From an optimization exercise on the open Yosys and OpenROAD flow, aimed at small area, a short achievable clock period and few clock cycles per item; shortcuts taken in it are not production practice.
The RTL was checked by simulation tests, not by an equivalence proof against the original design.

==> try-quartz: inputs <==
// ray_sampler
module ray_sampler (
    input  wire         clk,
    input  wire         rst,
    input  wire         in_valid,
    output wire         in_ready,
    input  wire         wrap,        
    input  wire [8:0]   nu,          
    input  wire [26:0]  cu,          
    input  wire [31:0]  pos_x,       
    input  wire [31:0]  pos_y,       
    input  wire [127:0] taps,        
    output reg          out_valid,
    output reg  [15:0]  s_out,       
    output reg  [23:0]  cu_out,      
    output reg  [16:0]  x0_out,      
    output reg  [16:0]  y0_out       
);
Settings: LEC_CHECK=0, CAP_MARGIN=20, CORE_MARGIN=2, CORE_UTILIZATION=70, CTS_CLUSTER_DIAMETER=60, CTS_CLUSTER_SIZE=30, PLACE_DENSITY=0.8, SLEW_MARGIN=20; clock period 25.0 ns.
standard.sh (not shown) runs the stock make flow with config.mk's settings and CLKGATE_MAP_FILE= SYNTH_SCRIPT=/design/flow/synth_recipe.tcl, a recipe that flattens the netlist after the stock synthesis.
==> flow/flow/run.sh <==
#!/bin/bash
# Own layout flow: the standard ORFS flow with two changes.
#  1. Synthesis: the standard synthesis script, except that Yosys's generic
#     `abc -fast` inside `synth` is skipped (-noabc), so the carry-save trees
#     of the RTL reach extract_fa intact instead of being restructured into
#     xnor/inverter forms. Registers, names, flattening and renaming are the
#     standard ones (same script otherwise).
#  3. Timing repair after CTS and global routing aims for SETUP_MARGIN ns
#     of setup slack (ORFS's SETUP_SLACK_MARGIN), so the resizer shortens the
#     longest register-to-register paths; the constraints stay the design's.
#  4. Adders: Yosys's own Brent-Kung carry lookahead instead of ORFS's
#     Kogge-Stone extra map (SYNTH_OPERATIONS_ARGS replaces that map; -noshare
#     is already on every synth call).
#  2. Port buffers: buffer_ports inserts sky130_fd_sc_hd__buf_2 cells on every
#     input and output instead of its default delay buffer.
set -euo pipefail
W=$(pwd)
sed '1s/yosys synth -nofsm -noshare /yosys synth -nofsm -noshare -noabc /' \
    "$W/synth_recipe.tcl" > "$W/own_synth.tcl"
grep -q -- '-noabc' "$W/own_synth.tcl"
bash "$W/standard.sh" "SYNTH_SCRIPT=$W/own_synth.tcl" \
    "BUFFER_PORTS_ARGS=-buffer_cell sky130_fd_sc_hd__buf_2" \
    "SETUP_SLACK_MARGIN=18.8" "SYNTH_OPERATIONS_ARGS=-noshare" finish \
    > "$W/orfs_flow.log" 2>&1
==> try-indigo (differences from try-quartz) <==
--- a/flow/design.v
+++ b/flow/design.v
@@ -18,30 +18,34 @@
     assign in_ready = 1'b1;
     reg         v0;
     reg         wrap0;
     reg [8:0]   nu0;
     reg [26:0]  cu0;
     reg [31:0]  px0, py0;
     reg [127:0] taps0;
+    reg [8:0]   pxn0;       
     always @(posedge clk) begin
         if (rst)
             v0 <= 1'b0;
         else
             v0 <= in_valid;
         wrap0 <= wrap;
         nu0   <= nu;
         cu0   <= cu;
         px0   <= pos_x;
         py0   <= pos_y;
         taps0 <= taps;
+        pxn0  <= ~pos_x[15:7];
     end
     wire [16:0] x0 = {px0[31], px0[31:16]} - {16'd0, ~px0[15]};
     wire [16:0] y0 = {py0[31], py0[31:16]} - {16'd0, ~py0[15]};
     wire [7:0]  fx = {~px0[15], px0[14:8]};
     wire        cx = px0[7];
+    wire [7:0]  fxn = {~pxn0[8], pxn0[7:1]};    
+    wire        cxn = pxn0[0];                  
     wire [23:0] r00, r01, r10, r11;
     wire [15:0] r00_m0 = fx[0] ? taps0[31:16] : taps0[15:0];
     wire [15:0] r00_m1 = fx[1] ? taps0[31:16] : taps0[15:0];
     wire [15:0] r00_m2 = fx[2] ? taps0[31:16] : taps0[15:0];
     wire [15:0] r00_m3 = fx[3] ? taps0[31:16] : taps0[15:0];
     wire [15:0] r00_m4 = fx[4] ? taps0[31:16] : taps0[15:0];
     wire [15:0] r00_m5 = fx[5] ? taps0[31:16] : taps0[15:0];
@@ -481,23 +485,23 @@
     wire r01_208 = (r01_130 & r01_166) | (r01_130 & r01_167) | (r01_166 & r01_167);
     wire r01_209 = r01_m6[15] ^ r01_m7[14] ^ r01_168;
     wire r01_210 = (r01_m6[15] & r01_m7[14]) | (r01_m6[15] & r01_168) | (r01_m7[14] & r01_168);
     wire [23:0] r01_a = {1'b0, r01_m7[15], r01_208, r01_206, r01_204, r01_202, r01_200, r01_198, r01_196, r01_194, r01_192, r01_190, r01_188, r01_186, r01_184, r01_182, r01_180, r01_178, r01_176, r01_174, r01_172, r01_170, r01_mc[1], r01_m0[0]};
     wire [23:0] r01_b = {1'b0, r01_210, r01_209, r01_207, r01_205, r01_203, r01_201, r01_199, r01_197, r01_195, r01_193, r01_191, r01_189, r01_187, r01_185, r01_183, r01_181, r01_179, r01_177, r01_175, r01_173, r01_171, r01_169, r01_mc[0]};
     wire [23:0] r01_s = r01_a + r01_b;
     assign r01 = r01_s[23:0];
-    wire [15:0] r10_m0 = fx[0] ? taps0[95:80] : taps0[79:64];
-    wire [15:0] r10_m1 = fx[1] ? taps0[95:80] : taps0[79:64];
-    wire [15:0] r10_m2 = fx[2] ? taps0[95:80] : taps0[79:64];
-    wire [15:0] r10_m3 = fx[3] ? taps0[95:80] : taps0[79:64];
-    wire [15:0] r10_m4 = fx[4] ? taps0[95:80] : taps0[79:64];
-    wire [15:0] r10_m5 = fx[5] ? taps0[95:80] : taps0[79:64];
-    wire [15:0] r10_m6 = fx[6] ? taps0[95:80] : taps0[79:64];
-    wire [15:0] r10_m7 = fx[7] ? taps0[95:80] : taps0[79:64];
-    wire [15:0] r10_mc = cx ? taps0[95:80] : taps0[79:64];
+    wire [15:0] r10_m0 = fxn[0] ? taps0[79:64] : taps0[95:80];
+    wire [15:0] r10_m1 = fxn[1] ? taps0[79:64] : taps0[95:80];
+    wire [15:0] r10_m2 = fxn[2] ? taps0[79:64] : taps0[95:80];
+    wire [15:0] r10_m3 = fxn[3] ? taps0[79:64] : taps0[95:80];
+    wire [15:0] r10_m4 = fxn[4] ? taps0[79:64] : taps0[95:80];
+    wire [15:0] r10_m5 = fxn[5] ? taps0[79:64] : taps0[95:80];
+    wire [15:0] r10_m6 = fxn[6] ? taps0[79:64] : taps0[95:80];
+    wire [15:0] r10_m7 = fxn[7] ? taps0[79:64] : taps0[95:80];
+    wire [15:0] r10_mc = cxn ? taps0[79:64] : taps0[95:80];
     wire r10_1 = r10_m0[5] ^ r10_m1[4];
     wire r10_2 = r10_m0[5] & r10_m1[4];
     wire r10_3 = r10_m0[6] ^ r10_m1[5] ^ r10_m2[4];
     wire r10_4 = (r10_m0[6] & r10_m1[5]) | (r10_m0[6] & r10_m2[4]) | (r10_m1[5] & r10_m2[4]);
     wire r10_5 = r10_m3[3] ^ r10_m4[2];
     wire r10_6 = r10_m3[3] & r10_m4[2];
     wire r10_7 = r10_m0[7] ^ r10_m1[6] ^ r10_m2[5];
@@ -704,23 +708,23 @@
     wire r10_208 = (r10_130 & r10_166) | (r10_130 & r10_167) | (r10_166 & r10_167);
     wire r10_209 = r10_m6[15] ^ r10_m7[14] ^ r10_168;
     wire r10_210 = (r10_m6[15] & r10_m7[14]) | (r10_m6[15] & r10_168) | (r10_m7[14] & r10_168);
     wire [23:0] r10_a = {1'b0, r10_m7[15], r10_208, r10_206, r10_204, r10_202, r10_200, r10_198, r10_196, r10_194, r10_192, r10_190, r10_188, r10_186, r10_184, r10_182, r10_180, r10_178, r10_176, r10_174, r10_172, r10_170, r10_mc[1], r10_m0[0]};
     wire [23:0] r10_b = {1'b0, r10_210, r10_209, r10_207, r10_205, r10_203, r10_201, r10_199, r10_197, r10_195, r10_193, r10_191, r10_189, r10_187, r10_185, r10_183, r10_181, r10_179, r10_177, r10_175, r10_173, r10_171, r10_169, r10_mc[0]};
     wire [23:0] r10_s = r10_a + r10_b;
     assign r10 = r10_s[23:0];
-    wire [15:0] r11_m0 = fx[0] ? taps0[127:112] : taps0[111:96];
-    wire [15:0] r11_m1 = fx[1] ? taps0[127:112] : taps0[111:96];
-    wire [15:0] r11_m2 = fx[2] ? taps0[127:112] : taps0[111:96];
-    wire [15:0] r11_m3 = fx[3] ? taps0[127:112] : taps0[111:96];
-    wire [15:0] r11_m4 = fx[4] ? taps0[127:112] : taps0[111:96];
-    wire [15:0] r11_m5 = fx[5] ? taps0[127:112] : taps0[111:96];
-    wire [15:0] r11_m6 = fx[6] ? taps0[127:112] : taps0[111:96];
-    wire [15:0] r11_m7 = fx[7] ? taps0[127:112] : taps0[111:96];
-    wire [15:0] r11_mc = cx ? taps0[127:112] : taps0[111:96];
+    wire [15:0] r11_m0 = fxn[0] ? taps0[111:96] : taps0[127:112];
+    wire [15:0] r11_m1 = fxn[1] ? taps0[111:96] : taps0[127:112];
+    wire [15:0] r11_m2 = fxn[2] ? taps0[111:96] : taps0[127:112];
+    wire [15:0] r11_m3 = fxn[3] ? taps0[111:96] : taps0[127:112];
+    wire [15:0] r11_m4 = fxn[4] ? taps0[111:96] : taps0[127:112];
+    wire [15:0] r11_m5 = fxn[5] ? taps0[111:96] : taps0[127:112];
+    wire [15:0] r11_m6 = fxn[6] ? taps0[111:96] : taps0[127:112];
+    wire [15:0] r11_m7 = fxn[7] ? taps0[111:96] : taps0[127:112];
+    wire [15:0] r11_mc = cxn ? taps0[111:96] : taps0[127:112];
     wire r11_1 = r11_m0[5] ^ r11_m1[4];
     wire r11_2 = r11_m0[5] & r11_m1[4];
     wire r11_3 = r11_m0[6] ^ r11_m1[5] ^ r11_m2[4];
     wire r11_4 = (r11_m0[6] & r11_m1[5]) | (r11_m0[6] & r11_m2[4]) | (r11_m1[5] & r11_m2[4]);
     wire r11_5 = r11_m3[3] ^ r11_m4[2];
     wire r11_6 = r11_m3[3] & r11_m4[2];
     wire r11_7 = r11_m0[7] ^ r11_m1[6] ^ r11_m2[5];
@@ -970,14 +974,16 @@
     wire        mb_g3 = !mb_d3[4] && mb_f3;
     wire [3:0] mb = mb_g3 ? mb_d3[3:0] : mb_g2 ? mb_d2[3:0]
                      : mb_g1 ? mb_d1[3:0] : mb_t[3:0];
     reg         v1;
     reg [16:0]  x01, y01;
     reg [7:0]   fy1;
     reg         cy1;
+    reg [7:0]   fyn1;     
+    reg         cyn1;
     reg [23:0]  r001, r011, r101, r111;
     reg         wrap1, neg1;
     reg [15:0]  frac1;
     reg [3:0]   mb1;
     reg [5:0]   mu1;
     reg [8:0]   n1;       
     reg [9:0]   n31;      
@@ -986,14 +992,16 @@
             v1 <= 1'b0;
         else
             v1 <= v0;
         x01    <= x0;
         y01    <= y0;
         fy1    <= {~py0[15], py0[14:8]};
         cy1    <= py0[7];
+        fyn1   <= {py0[15], ~py0[14:8]};
+        cyn1   <= ~py0[7];
         r001   <= r00;
         r011   <= r01;
         r101   <= r10;
         r111   <= r11;
         wrap1  <= wrap0;
         neg1   <= c_neg;
         frac1  <= wrap0 ? cu0[15:0] : cl_frac;
@@ -1366,23 +1374,23 @@
     wire b0_352 = (b0_238 & b0_292) | (b0_238 & b0_293) | (b0_292 & b0_293);
     wire b0_353 = b0_m7[23] ^ b0_294;
     wire b0_354 = b0_m7[23] & b0_294;
     wire [31:0] b0_a = {b0_354, b0_352, b0_350, b0_348, b0_346, b0_344, b0_342, b0_340, b0_338, b0_336, b0_334, b0_332, b0_330, b0_328, b0_326, b0_324, b0_322, b0_320, b0_318, b0_316, b0_314, b0_312, b0_310, b0_308, b0_306, b0_304, b0_302, b0_300, b0_298, b0_296, b0_mc[1], b0_m0[0]};
     wire [31:0] b0_b = {1'b0, b0_353, b0_351, b0_349, b0_347, b0_345, b0_343, b0_341, b0_339, b0_337, b0_335, b0_333, b0_331, b0_329, b0_327, b0_325, b0_323, b0_321, b0_319, b0_317, b0_315, b0_313, b0_311, b0_309, b0_307, b0_305, b0_303, b0_301, b0_299, b0_297, b0_295, b0_mc[0]};
     wire [31:0] b0_s = b0_a + b0_b;
     assign b0 = b0_s[31:16];
-    wire [23:0] b1_m0 = fy1[0] ? r111 : r101;
-    wire [23:0] b1_m1 = fy1[1] ? r111 : r101;
-    wire [23:0] b1_m2 = fy1[2] ? r111 : r101;
-    wire [23:0] b1_m3 = fy1[3] ? r111 : r101;
-    wire [23:0] b1_m4 = fy1[4] ? r111 : r101;
-    wire [23:0] b1_m5 = fy1[5] ? r111 : r101;
-    wire [23:0] b1_m6 = fy1[6] ? r111 : r101;
-    wire [23:0] b1_m7 = fy1[7] ? r111 : r101;
-    wire [23:0] b1_mc = cy1 ? r111 : r101;
+    wire [23:0] b1_m0 = fyn1[0] ? r101 : r111;
+    wire [23:0] b1_m1 = fyn1[1] ? r101 : r111;
+    wire [23:0] b1_m2 = fyn1[2] ? r101 : r111;
+    wire [23:0] b1_m3 = fyn1[3] ? r101 : r111;
+    wire [23:0] b1_m4 = fyn1[4] ? r101 : r111;
+    wire [23:0] b1_m5 = fyn1[5] ? r101 : r111;
+    wire [23:0] b1_m6 = fyn1[6] ? r101 : r111;
+    wire [23:0] b1_m7 = fyn1[7] ? r101 : r111;
+    wire [23:0] b1_mc = cyn1 ? r101 : r111;
     wire b1_1 = b1_m0[15] ^ b1_m1[14];
     wire b1_2 = b1_m0[15] & b1_m1[14];
     wire b1_3 = b1_m0[16] ^ b1_m1[15];
     wire b1_4 = b1_m0[16] & b1_m1[15];
     wire b1_5 = b1_m0[17] ^ b1_m1[16];
     wire b1_6 = b1_m0[17] & b1_m1[16];
     wire b1_7 = b1_m0[18] ^ b1_m1[17];
==> flow/flow/run.sh (replaced) <==
#!/bin/bash
# Own layout flow: the standard ORFS flow with two changes.
#  1. Synthesis: the standard synthesis script, except that Yosys's generic
#     `abc -fast` inside `synth` is skipped (-noabc), so the carry-save trees
#     of the RTL reach extract_fa intact instead of being restructured into
#     xnor/inverter forms. Registers, names, flattening and renaming are the
#     standard ones (same script otherwise).
#  3. Timing repair after CTS and global routing aims for SETUP_MARGIN ns
#     of setup slack (ORFS's SETUP_SLACK_MARGIN), so the resizer shortens the
#     longest register-to-register paths; the constraints stay the design's.
#  2. Port buffers: buffer_ports inserts sky130_fd_sc_hd__buf_2 cells on every
#     input and output instead of its default delay buffer.
set -euo pipefail
W=$(pwd)
sed '1s/yosys synth -nofsm -noshare /yosys synth -nofsm -noshare -noabc /' \
    "$W/synth_recipe.tcl" > "$W/own_synth.tcl"
grep -q -- '-noabc' "$W/own_synth.tcl"
bash "$W/standard.sh" "SYNTH_SCRIPT=$W/own_synth.tcl" \
    "BUFFER_PORTS_ARGS=-buffer_cell sky130_fd_sc_hd__buf_2" \
    "SETUP_SLACK_MARGIN=18.8" finish \
    > "$W/orfs_flow.log" 2>&1
CORE_UTILIZATION = 65   (was 70)
CTS_CLUSTER_DIAMETER = not set   (was 60)
CTS_CLUSTER_SIZE = not set   (was 30)
PLACE_DENSITY = not set   (was 0.8)
==> try-amber (differences from try-quartz) <==
--- a/flow/design.v
+++ b/flow/design.v
@@ -18,30 +18,34 @@
     assign in_ready = 1'b1;
     reg         v0;
     reg         wrap0;
     reg [8:0]   nu0;
     reg [26:0]  cu0;
     reg [31:0]  px0, py0;
     reg [127:0] taps0;
+    reg [8:0]   pxn0;       
     always @(posedge clk) begin
         if (rst)
             v0 <= 1'b0;
         else
             v0 <= in_valid;
         wrap0 <= wrap;
         nu0   <= nu;
         cu0   <= cu;
         px0   <= pos_x;
         py0   <= pos_y;
         taps0 <= taps;
+        pxn0  <= ~pos_x[15:7];
     end
     wire [16:0] x0 = {px0[31], px0[31:16]} - {16'd0, ~px0[15]};
     wire [16:0] y0 = {py0[31], py0[31:16]} - {16'd0, ~py0[15]};
     wire [7:0]  fx = {~px0[15], px0[14:8]};
     wire        cx = px0[7];
+    wire [7:0]  fxn = {~pxn0[8], pxn0[7:1]};    
+    wire        cxn = pxn0[0];                  
     wire [23:0] r00, r01, r10, r11;
     wire [15:0] r00_m0 = fx[0] ? taps0[31:16] : taps0[15:0];
     wire [15:0] r00_m1 = fx[1] ? taps0[31:16] : taps0[15:0];
     wire [15:0] r00_m2 = fx[2] ? taps0[31:16] : taps0[15:0];
     wire [15:0] r00_m3 = fx[3] ? taps0[31:16] : taps0[15:0];
     wire [15:0] r00_m4 = fx[4] ? taps0[31:16] : taps0[15:0];
     wire [15:0] r00_m5 = fx[5] ? taps0[31:16] : taps0[15:0];
@@ -481,23 +485,23 @@
     wire r01_208 = (r01_130 & r01_166) | (r01_130 & r01_167) | (r01_166 & r01_167);
     wire r01_209 = r01_m6[15] ^ r01_m7[14] ^ r01_168;
     wire r01_210 = (r01_m6[15] & r01_m7[14]) | (r01_m6[15] & r01_168) | (r01_m7[14] & r01_168);
     wire [23:0] r01_a = {1'b0, r01_m7[15], r01_208, r01_206, r01_204, r01_202, r01_200, r01_198, r01_196, r01_194, r01_192, r01_190, r01_188, r01_186, r01_184, r01_182, r01_180, r01_178, r01_176, r01_174, r01_172, r01_170, r01_mc[1], r01_m0[0]};
     wire [23:0] r01_b = {1'b0, r01_210, r01_209, r01_207, r01_205, r01_203, r01_201, r01_199, r01_197, r01_195, r01_193, r01_191, r01_189, r01_187, r01_185, r01_183, r01_181, r01_179, r01_177, r01_175, r01_173, r01_171, r01_169, r01_mc[0]};
     wire [23:0] r01_s = r01_a + r01_b;
     assign r01 = r01_s[23:0];
-    wire [15:0] r10_m0 = fx[0] ? taps0[95:80] : taps0[79:64];
-    wire [15:0] r10_m1 = fx[1] ? taps0[95:80] : taps0[79:64];
-    wire [15:0] r10_m2 = fx[2] ? taps0[95:80] : taps0[79:64];
-    wire [15:0] r10_m3 = fx[3] ? taps0[95:80] : taps0[79:64];
-    wire [15:0] r10_m4 = fx[4] ? taps0[95:80] : taps0[79:64];
-    wire [15:0] r10_m5 = fx[5] ? taps0[95:80] : taps0[79:64];
-    wire [15:0] r10_m6 = fx[6] ? taps0[95:80] : taps0[79:64];
-    wire [15:0] r10_m7 = fx[7] ? taps0[95:80] : taps0[79:64];
-    wire [15:0] r10_mc = cx ? taps0[95:80] : taps0[79:64];
+    wire [15:0] r10_m0 = fxn[0] ? taps0[79:64] : taps0[95:80];
+    wire [15:0] r10_m1 = fxn[1] ? taps0[79:64] : taps0[95:80];
+    wire [15:0] r10_m2 = fxn[2] ? taps0[79:64] : taps0[95:80];
+    wire [15:0] r10_m3 = fxn[3] ? taps0[79:64] : taps0[95:80];
+    wire [15:0] r10_m4 = fxn[4] ? taps0[79:64] : taps0[95:80];
+    wire [15:0] r10_m5 = fxn[5] ? taps0[79:64] : taps0[95:80];
+    wire [15:0] r10_m6 = fxn[6] ? taps0[79:64] : taps0[95:80];
+    wire [15:0] r10_m7 = fxn[7] ? taps0[79:64] : taps0[95:80];
+    wire [15:0] r10_mc = cxn ? taps0[79:64] : taps0[95:80];
     wire r10_1 = r10_m0[5] ^ r10_m1[4];
     wire r10_2 = r10_m0[5] & r10_m1[4];
     wire r10_3 = r10_m0[6] ^ r10_m1[5] ^ r10_m2[4];
     wire r10_4 = (r10_m0[6] & r10_m1[5]) | (r10_m0[6] & r10_m2[4]) | (r10_m1[5] & r10_m2[4]);
     wire r10_5 = r10_m3[3] ^ r10_m4[2];
     wire r10_6 = r10_m3[3] & r10_m4[2];
     wire r10_7 = r10_m0[7] ^ r10_m1[6] ^ r10_m2[5];
@@ -704,23 +708,23 @@
     wire r10_208 = (r10_130 & r10_166) | (r10_130 & r10_167) | (r10_166 & r10_167);
     wire r10_209 = r10_m6[15] ^ r10_m7[14] ^ r10_168;
     wire r10_210 = (r10_m6[15] & r10_m7[14]) | (r10_m6[15] & r10_168) | (r10_m7[14] & r10_168);
     wire [23:0] r10_a = {1'b0, r10_m7[15], r10_208, r10_206, r10_204, r10_202, r10_200, r10_198, r10_196, r10_194, r10_192, r10_190, r10_188, r10_186, r10_184, r10_182, r10_180, r10_178, r10_176, r10_174, r10_172, r10_170, r10_mc[1], r10_m0[0]};
     wire [23:0] r10_b = {1'b0, r10_210, r10_209, r10_207, r10_205, r10_203, r10_201, r10_199, r10_197, r10_195, r10_193, r10_191, r10_189, r10_187, r10_185, r10_183, r10_181, r10_179, r10_177, r10_175, r10_173, r10_171, r10_169, r10_mc[0]};
     wire [23:0] r10_s = r10_a + r10_b;
     assign r10 = r10_s[23:0];
-    wire [15:0] r11_m0 = fx[0] ? taps0[127:112] : taps0[111:96];
-    wire [15:0] r11_m1 = fx[1] ? taps0[127:112] : taps0[111:96];
-    wire [15:0] r11_m2 = fx[2] ? taps0[127:112] : taps0[111:96];
-    wire [15:0] r11_m3 = fx[3] ? taps0[127:112] : taps0[111:96];
-    wire [15:0] r11_m4 = fx[4] ? taps0[127:112] : taps0[111:96];
-    wire [15:0] r11_m5 = fx[5] ? taps0[127:112] : taps0[111:96];
-    wire [15:0] r11_m6 = fx[6] ? taps0[127:112] : taps0[111:96];
-    wire [15:0] r11_m7 = fx[7] ? taps0[127:112] : taps0[111:96];
-    wire [15:0] r11_mc = cx ? taps0[127:112] : taps0[111:96];
+    wire [15:0] r11_m0 = fxn[0] ? taps0[111:96] : taps0[127:112];
+    wire [15:0] r11_m1 = fxn[1] ? taps0[111:96] : taps0[127:112];
+    wire [15:0] r11_m2 = fxn[2] ? taps0[111:96] : taps0[127:112];
+    wire [15:0] r11_m3 = fxn[3] ? taps0[111:96] : taps0[127:112];
+    wire [15:0] r11_m4 = fxn[4] ? taps0[111:96] : taps0[127:112];
+    wire [15:0] r11_m5 = fxn[5] ? taps0[111:96] : taps0[127:112];
+    wire [15:0] r11_m6 = fxn[6] ? taps0[111:96] : taps0[127:112];
+    wire [15:0] r11_m7 = fxn[7] ? taps0[111:96] : taps0[127:112];
+    wire [15:0] r11_mc = cxn ? taps0[111:96] : taps0[127:112];
     wire r11_1 = r11_m0[5] ^ r11_m1[4];
     wire r11_2 = r11_m0[5] & r11_m1[4];
     wire r11_3 = r11_m0[6] ^ r11_m1[5] ^ r11_m2[4];
     wire r11_4 = (r11_m0[6] & r11_m1[5]) | (r11_m0[6] & r11_m2[4]) | (r11_m1[5] & r11_m2[4]);
     wire r11_5 = r11_m3[3] ^ r11_m4[2];
     wire r11_6 = r11_m3[3] & r11_m4[2];
     wire r11_7 = r11_m0[7] ^ r11_m1[6] ^ r11_m2[5];
@@ -970,14 +974,16 @@
     wire        mb_g3 = !mb_d3[4] && mb_f3;
     wire [3:0] mb = mb_g3 ? mb_d3[3:0] : mb_g2 ? mb_d2[3:0]
                      : mb_g1 ? mb_d1[3:0] : mb_t[3:0];
     reg         v1;
     reg [16:0]  x01, y01;
     reg [7:0]   fy1;
     reg         cy1;
+    reg [7:0]   fyn1;     
+    reg         cyn1;
     reg [23:0]  r001, r011, r101, r111;
     reg         wrap1, neg1;
     reg [15:0]  frac1;
     reg [3:0]   mb1;
     reg [5:0]   mu1;
     reg [8:0]   n1;       
     reg [9:0]   n31;      
@@ -986,14 +992,16 @@
             v1 <= 1'b0;
         else
             v1 <= v0;
         x01    <= x0;
         y01    <= y0;
         fy1    <= {~py0[15], py0[14:8]};
         cy1    <= py0[7];
+        fyn1   <= {py0[15], ~py0[14:8]};
+        cyn1   <= ~py0[7];
         r001   <= r00;
         r011   <= r01;
         r101   <= r10;
         r111   <= r11;
         wrap1  <= wrap0;
         neg1   <= c_neg;
         frac1  <= wrap0 ? cu0[15:0] : cl_frac;
@@ -1366,23 +1374,23 @@
     wire b0_352 = (b0_238 & b0_292) | (b0_238 & b0_293) | (b0_292 & b0_293);
     wire b0_353 = b0_m7[23] ^ b0_294;
     wire b0_354 = b0_m7[23] & b0_294;
     wire [31:0] b0_a = {b0_354, b0_352, b0_350, b0_348, b0_346, b0_344, b0_342, b0_340, b0_338, b0_336, b0_334, b0_332, b0_330, b0_328, b0_326, b0_324, b0_322, b0_320, b0_318, b0_316, b0_314, b0_312, b0_310, b0_308, b0_306, b0_304, b0_302, b0_300, b0_298, b0_296, b0_mc[1], b0_m0[0]};
     wire [31:0] b0_b = {1'b0, b0_353, b0_351, b0_349, b0_347, b0_345, b0_343, b0_341, b0_339, b0_337, b0_335, b0_333, b0_331, b0_329, b0_327, b0_325, b0_323, b0_321, b0_319, b0_317, b0_315, b0_313, b0_311, b0_309, b0_307, b0_305, b0_303, b0_301, b0_299, b0_297, b0_295, b0_mc[0]};
     wire [31:0] b0_s = b0_a + b0_b;
     assign b0 = b0_s[31:16];
-    wire [23:0] b1_m0 = fy1[0] ? r111 : r101;
-    wire [23:0] b1_m1 = fy1[1] ? r111 : r101;
-    wire [23:0] b1_m2 = fy1[2] ? r111 : r101;
-    wire [23:0] b1_m3 = fy1[3] ? r111 : r101;
-    wire [23:0] b1_m4 = fy1[4] ? r111 : r101;
-    wire [23:0] b1_m5 = fy1[5] ? r111 : r101;
-    wire [23:0] b1_m6 = fy1[6] ? r111 : r101;
-    wire [23:0] b1_m7 = fy1[7] ? r111 : r101;
-    wire [23:0] b1_mc = cy1 ? r111 : r101;
+    wire [23:0] b1_m0 = fyn1[0] ? r101 : r111;
+    wire [23:0] b1_m1 = fyn1[1] ? r101 : r111;
+    wire [23:0] b1_m2 = fyn1[2] ? r101 : r111;
+    wire [23:0] b1_m3 = fyn1[3] ? r101 : r111;
+    wire [23:0] b1_m4 = fyn1[4] ? r101 : r111;
+    wire [23:0] b1_m5 = fyn1[5] ? r101 : r111;
+    wire [23:0] b1_m6 = fyn1[6] ? r101 : r111;
+    wire [23:0] b1_m7 = fyn1[7] ? r101 : r111;
+    wire [23:0] b1_mc = cyn1 ? r101 : r111;
     wire b1_1 = b1_m0[15] ^ b1_m1[14];
     wire b1_2 = b1_m0[15] & b1_m1[14];
     wire b1_3 = b1_m0[16] ^ b1_m1[15];
     wire b1_4 = b1_m0[16] & b1_m1[15];
     wire b1_5 = b1_m0[17] ^ b1_m1[16];
     wire b1_6 = b1_m0[17] & b1_m1[16];
     wire b1_7 = b1_m0[18] ^ b1_m1[17];
==> flow/flow/run.sh (replaced) <==
#!/bin/bash
# Own layout flow: the standard ORFS flow with two changes.
#  1. Synthesis: the standard synthesis script, except that Yosys's generic
#     `abc -fast` inside `synth` is skipped (-noabc), so the carry-save trees
#     of the RTL reach extract_fa intact instead of being restructured into
#     xnor/inverter forms. Registers, names, flattening and renaming are the
#     standard ones (same script otherwise).
#  3. Timing repair after CTS and global routing aims for SETUP_MARGIN ns
#     of setup slack (ORFS's SETUP_SLACK_MARGIN), so the resizer shortens the
#     longest register-to-register paths; the constraints stay the design's.
#  2. Port buffers: buffer_ports inserts sky130_fd_sc_hd__buf_2 cells on every
#     input and output instead of its default delay buffer.
set -euo pipefail
W=$(pwd)
sed '1s/yosys synth -nofsm -noshare /yosys synth -nofsm -noshare -noabc /' \
    "$W/synth_recipe.tcl" > "$W/own_synth.tcl"
grep -q -- '-noabc' "$W/own_synth.tcl"
bash "$W/standard.sh" "SYNTH_SCRIPT=$W/own_synth.tcl" \
    "BUFFER_PORTS_ARGS=-buffer_cell sky130_fd_sc_hd__buf_2" \
    "SETUP_SLACK_MARGIN=18.8" finish \
    > "$W/orfs_flow.log" 2>&1
CORE_UTILIZATION = 45   (was 70)
CTS_CLUSTER_DIAMETER = not set   (was 60)
CTS_CLUSTER_SIZE = not set   (was 30)
PLACE_DENSITY = not set   (was 0.8)
==> results.txt <==
|  | try-indigo | try-amber | try-quartz |
|---|---|---|---|
| Status | complete, no violations | complete, no violations | complete, no violations |
| Summed instance area of the synthesized netlist | 55,600 sq um | 55,600 sq um | 54,200 sq um |
| Final worst path period need | 6.15 ns | 6.13 ns | 6.15 ns |
| RSZ-0062 raised after global routing | no | yes | yes |
| Initial antenna violation count | 13 | 16 | 3 |
| WL met3 | 7610 um | 5740 um | 9470 um |
| Number of instances in the synthesized netlist | 4,556 | 4,556 | 4,163 |
| Average wire per cell in the routed design | 21.8 um | 20.5 um | 23.4 um |
| Area of the core | 85,000 sq um | 122,000 sq um | 77,100 sq um |
| Area enclosed by the die boundary | 87,900 sq um | 126,000 sq um | 79,700 sq um |
| All-layer global routing usage | 0.304 | 0.215 | 0.325 |
| Drt via density | 5.97 | 5.44 | 6.25 |
| Worst setup skew after layout | 0.0344 ns | 0.0255 ns | 0.0482 ns |
| Pre-CTS worst setup slack | 18.75 ns | 18.55 ns | 18.24 ns |
| Reg2Reg Launch Point | fy1[0]$_DFF_P_ | fy1[0]$_DFF_P_ | px0[7]$_DFF_P_ |
| Number of standard cells in the final layout excluding fillers | 5,995 | 6,487 | 5,507 |
| WHS | 0.320 ns | 0.311 ns | 0.325 ns |
| Beginning of the critical path | s_out[12]$_DFF_P_ | s_out[5]$_DFF_P_ | cu_out[17]$_DFF_P_ |
Testbench counts of try-quartz, summed over its fixed seeds: cycles 24,040, items 24,000.
Testbench counts of try-indigo, summed over its fixed seeds: cycles 24,040, items 24,000.
Testbench counts of try-amber, summed over its fixed seeds: cycles 24,040, items 24,000.

-- re-timing with driven ports --
Ports are ideal in the flow. The routed layouts listed here were re-timed in OpenROAD. Step 1: set_driving_cell puts a clkbuf_16 on clk and a buf_2 on each other input, an assumption about the parent block. Step 2 also shifts input and output timing later by t, the mid clock arrival at the registers, as if the neighbouring blocks saw the same clock. Slacks: no drivers / after step 1 / after step 2; pairs: no drivers / after step 1.
run	t (ns)	setup WS [ns]	worst setup path after step 2	clock arrival spread, ns
try-quartz	0.700	18.846 / 18.775 / 18.984	register to register	0.052 / 0.052
try-indigo	0.708	18.853 / 18.779 / 19.092	register to register	0.035 / 0.035
try-amber	0.732	18.870 / 18.797 / 19.036	register to register	0.025 / 0.025
After both steps every run listed still meets setup and hold.
